This is an optimization exercise on Yosys and OpenROAD, whose aim is small area, a short achievable clock period and few clock cycles per item, not a production implementation.
In this exercise RTL edits were held to simulation tests only and were not proved equivalent to the original.
No activity file was given, so power comes from the tool's default toggle rates.

== job 5681 ==
Design m960_xacc_lane, start of the top module:
module m960_xacc_lane (
    input  wire        clk,
    input  wire        rst,         
    input  wire        in_valid,
    output wire        in_ready,
    input  wire [5:0]  in_op,
    input  wire [1:0]  in_n,        
    input  wire [63:0] in_a,        
    input  wire [31:0] in_b,        
    output wire        out_valid,
    output wire [63:0] out_data
);
    localparam [5:0] OP_XMAC = 6'h20,
                     OP_XCLR = 6'h21,
                     OP_XRND = 6'h22,
                     OP_FTOL = 6'h24,
                     OP_LTOF = 6'h25;
    assign in_ready = 1'b1;
    wire go     = in_valid && !rst;
    reg        imac, iclr, irnd, iftl, iltf;
    reg [1:0]  inn;
    reg [39:0] ia;
    reg [31:0] ib;
    always @(posedge clk) begin
        imac <= go && (in_op == OP_XMAC);
        iclr <= go && (in_op == OP_XCLR);
        irnd <= go && (in_op == OP_XRND);
        iftl <= go && (in_op == OP_FTOL);
        iltf <= go && (in_op == OP_LTOF);
        inn  <= in_n;
        ia   <= in_a[39:0];
        ib   <= in_b;
    end
    wire [39:0] cv_a;
    wire [31:0] cv_b;
    wire        cv_neg, cv_big;
    wire [1:0]  cv_q;
    m960_conv_enc u_enc (.a(ia), .ftol(iftl), .ma(cv_a), .mb(cv_b),
                         .neg(cv_neg), .big(cv_big), .q(cv_q));
    reg        mac0, clr0, rnd0, cv0, ltf0, big0, nb0;
    reg [1:0]  n0;
    reg [1:0]  q0;
    reg [39:0] a0;
    reg [31:0] b0;
    always @(posedge clk) begin
        mac0 <= imac && !rst;
        clr0 <= iclr && !rst;
        rnd0 <= irnd && !rst;
        cv0  <= (iftl || iltf) && !rst;
        ltf0 <= iltf;
        big0 <= iftl && cv_big;
  ...
Size: ~6100 cells after synthesis, ~170 I/O pins, ~65000 um2 of cells after synthesis.
==> flow/config.mk <==
export PLATFORM = sky130hd
export DESIGN_NAME = m960_xacc_lane
export DESIGN_NICKNAME = m960_xacc_lane
export VERILOG_FILES = /design/flow/design.v
export SDC_FILE = /design/flow/constraint.sdc
export NUM_CORES = 4
export LEC_CHECK = 0
export CAP_MARGIN = 20
export CORE_MARGIN = 2
export CORE_UTILIZATION = 40
export SLEW_MARGIN = 20
==> flow/constraint.sdc <==
create_clock -name core_clock -period 15.0 [get_ports {clk}]
set_input_delay 3.0000 -clock core_clock [delete_from_list [all_inputs] [get_ports {clk}]]
set_output_delay 3.0000 -clock core_clock [all_outputs]
set_load 0.01 [all_outputs]
standard.sh (not shown) runs the stock make flow with config.mk's settings and CLKGATE_MAP_FILE= SYNTH_SCRIPT=/design/flow/synth_recipe.tcl, a recipe that flattens the netlist after the stock synthesis.
==> flow/flow/run.sh <==
#!/bin/bash
# The standard layout (standard.sh) with three additions:
#  - after the standard synthesis, fapol.py flips the polarity of full adders
#    where that removes inverters (a full adder is self-dual); registers and
#    all other cells stay as synthesised;
#  - the port buffers are buf_2 cells instead of the default delay cells.
set -euo pipefail
bash standard.sh synth > standard_synth.log 2>&1
R=orfs/results/sky130hd/m960_xacc_lane/base
cp $R/1_2_yosys.v $R/1_2_yosys_std.v
python3 flow/fapol.py $R/1_2_yosys_std.v $R/1_2_yosys.v > fapol.log 2>&1
rm -f $R/1_synth.odb $R/1_synth.sdc
export SETUP_SLACK_MARGIN=10.8
export BUFFER_PORTS_ARGS="-buffer_cell sky130_fd_sc_hd__buf_2"
bash standard.sh finish > standard_finish.log 2>&1
Other scripts of this flow, unchanged in this note and not shown: flow/flow/fapol.py
Testbench counts of job 5681, summed over its fixed seeds: cycles 32,048, ops 32,000.
### job 5681 -> job 3210
# job 5681
export LEC_CHECK = 0
export CAP_MARGIN = 20
export CORE_MARGIN = 2
export CORE_UTILIZATION = 40
export SLEW_MARGIN = 20
create_clock -name core_clock -period 15.0 [get_ports {clk}]
# job 3210
export LEC_CHECK = 0
export CAP_MARGIN = 20
export CORE_MARGIN = 2
export CORE_UTILIZATION = 40
export CTS_CLUSTER_DIAMETER = 150
export CTS_CLUSTER_SIZE = 22
export SLEW_MARGIN = 20
create_clock -name core_clock -period 15.0 [get_ports {clk}]
--- a/flow/flow/run.sh
+++ b/flow/flow/run.sh
@@ -12,3 +12,3 @@
 rm -f $R/1_synth.odb $R/1_synth.sdc
-export SETUP_SLACK_MARGIN=10.8
+export SETUP_SLACK_MARGIN=10.9
 export BUFFER_PORTS_ARGS="-buffer_cell sky130_fd_sc_hd__buf_2"
Having completed the whole flow, job 3210 delivered a layout that passed the timing, DRC and antenna checks.
Job 5681 → job 3210: sequential share of layout area picked up an extra 0.62 points; fraction of met3 tracks used by global routing decreased 0.22 points; utilization went down 0.79 points.
Relative contribution of combinational cells to total power sits higher in job 3210 than in job 5681.
Comparing job 3210 against job 5681, there is no change at all in number of sinks on the clock net.
What job 5681 reported for total power of the final layout has to be multiplied by 0.827 to get the figure for job 3210.
Job 3210 vs job 5681, endpoint of the worst setup timing path: out_data[53] vs out_data[54]
Final cell count (lower): job 3210
The inputs of job 3276 differ from those of job 3210 as listed below.
# job 3210
export LEC_CHECK = 0
export CAP_MARGIN = 20
export CORE_MARGIN = 2
export CORE_UTILIZATION = 40
export CTS_CLUSTER_DIAMETER = 150
export CTS_CLUSTER_SIZE = 22
export SLEW_MARGIN = 20
create_clock -name core_clock -period 15.0 [get_ports {clk}]
# job 3276
export LEC_CHECK = 0
export CAP_MARGIN = 20
export CORE_MARGIN = 2
export CORE_UTILIZATION = 40
export CTS_CLUSTER_SIZE = 22
export SLEW_MARGIN = 20
create_clock -name core_clock -period 15.0 [get_ports {clk}]
--- a/flow/flow/run.sh
+++ b/flow/flow/run.sh
@@ -12,3 +12,3 @@
 rm -f $R/1_synth.odb $R/1_synth.sdc
-export SETUP_SLACK_MARGIN=10.9
+export SETUP_SLACK_MARGIN=10.7
 export BUFFER_PORTS_ARGS="-buffer_cell sky130_fd_sc_hd__buf_2"
==> comparison <==
- Delay of the slowest cell on the worst path, job 3210 and job 3276: smaller value in job 3210
- Delta(count of buffer and inverter cells on the critical path, job 3276 - job 3210) > 0
- The post-route core utilization number comes out lower for job 3210 vs job 3276.
diff inputs: job 3276 => job 4657
# job 3276
export LEC_CHECK = 0
export CAP_MARGIN = 20
export CORE_MARGIN = 2
export CORE_UTILIZATION = 40
export CTS_CLUSTER_SIZE = 22
export SLEW_MARGIN = 20
create_clock -name core_clock -period 15.0 [get_ports {clk}]
# job 4657
export LEC_CHECK = 0
export CAP_MARGIN = 20
export CORE_MARGIN = 2
export CORE_UTILIZATION = 40
export CTS_CLUSTER_DIAMETER = 150
export CTS_CLUSTER_SIZE = 22
export SLEW_MARGIN = 20
create_clock -name core_clock -period 15.0 [get_ports {clk}]
## What came out
- On global-route usage over all layers: between job 3276 and job 4657, it ends up lower for job 4657.
- Taking job 3276 as the reference, in job 4657 fraction of area in clock buffers and inverters down 2.8 points; worst hold slack up 0.013 ns; clock buffer count down 43%; combinational group share of total power up 2.8 points.
- Comparing the two runs side by side, job 4657 comes out ahead of job 3276 on routed wire length.
- Min remaining max-slew budget at the tightest pin across job 3276 and job 4657: job 4657
- Between job 3276 and job 4657, the difference in number of nets with antenna violations after detailed routing is negligible.
Setup changes, job 4657 to job 9827
--- a/flow/flow/run.sh
+++ b/flow/flow/run.sh
@@ -12,3 +12,3 @@
 rm -f $R/1_synth.odb $R/1_synth.sdc
-export SETUP_SLACK_MARGIN=10.7
+export SETUP_SLACK_MARGIN=10.8
 export BUFFER_PORTS_ARGS="-buffer_cell sky130_fd_sc_hd__buf_2"
Notes after the runs:
Any difference in standard cell area after detailed placement between job 9827 and job 4657 is small enough to ignore. When job 9827 is measured against job 4657, its critical path depth turns out 8 lower. A capture point of the critical path of out_data[63] is what job 9827 shows, while t117 belongs to job 4657. Starting utilization of the core area: job 4657 vs job 9827 identical. Routability congestion estimate from global placement for job 9827: 3.1% up relative to job 4657. Reported for job 4657 and job 9827, area after synthesis turned out identical to the last digit. Job 9827 consumes more power than job 4657 does. Comparing job 4657 and job 9827, data arrival time of the worst path is higher on job 4657.

==> afterwards: timing with drivers on the ports <==
In the flow no input, the clock included, has a driving cell. The finished layouts below were timed again as built, in two steps. Step 1, drivers: a clkbuf_16 drives clk and a buf_2 each remaining input, both assumed. Step 2 moves the port delays by t, midway between the first and last clock arrival at a register: inputs arrive t later, outputs are due t later. That takes back most of the time a late clock gives input paths. Three values: ideal ports, drivers, drivers and shift; two values: the first two.
run | t, ns | slack for setup (ns) | clock arrival spread, ns | worst register clock-pin slew, ns
job 5681 | 0.823 | 10.726 / 10.644 / 10.600 | 0.051 / 0.051 | 0.07 / 0.07
job 3210 | 0.787 | 10.753 / 10.670 / 10.689 | 0.051 / 0.050 | 0.10 / 0.10
job 3276 | 0.830 | 10.685 / 10.636 / 10.572 | 0.094 / 0.095 | 0.09 / 0.09
job 4657 | 0.780 | 10.720 / 10.663 / 10.627 | 0.048 / 0.047 | 0.11 / 0.11
job 9827 | 0.772 | 10.762 / 10.683 / 10.621 | 0.041 / 0.041 | 0.10 / 0.10
After both steps every run listed still meets setup and hold. For job 9827, which loses most, drivers alone change the setup slack by -0.079 ns; drivers and shift together by -0.141 ns.
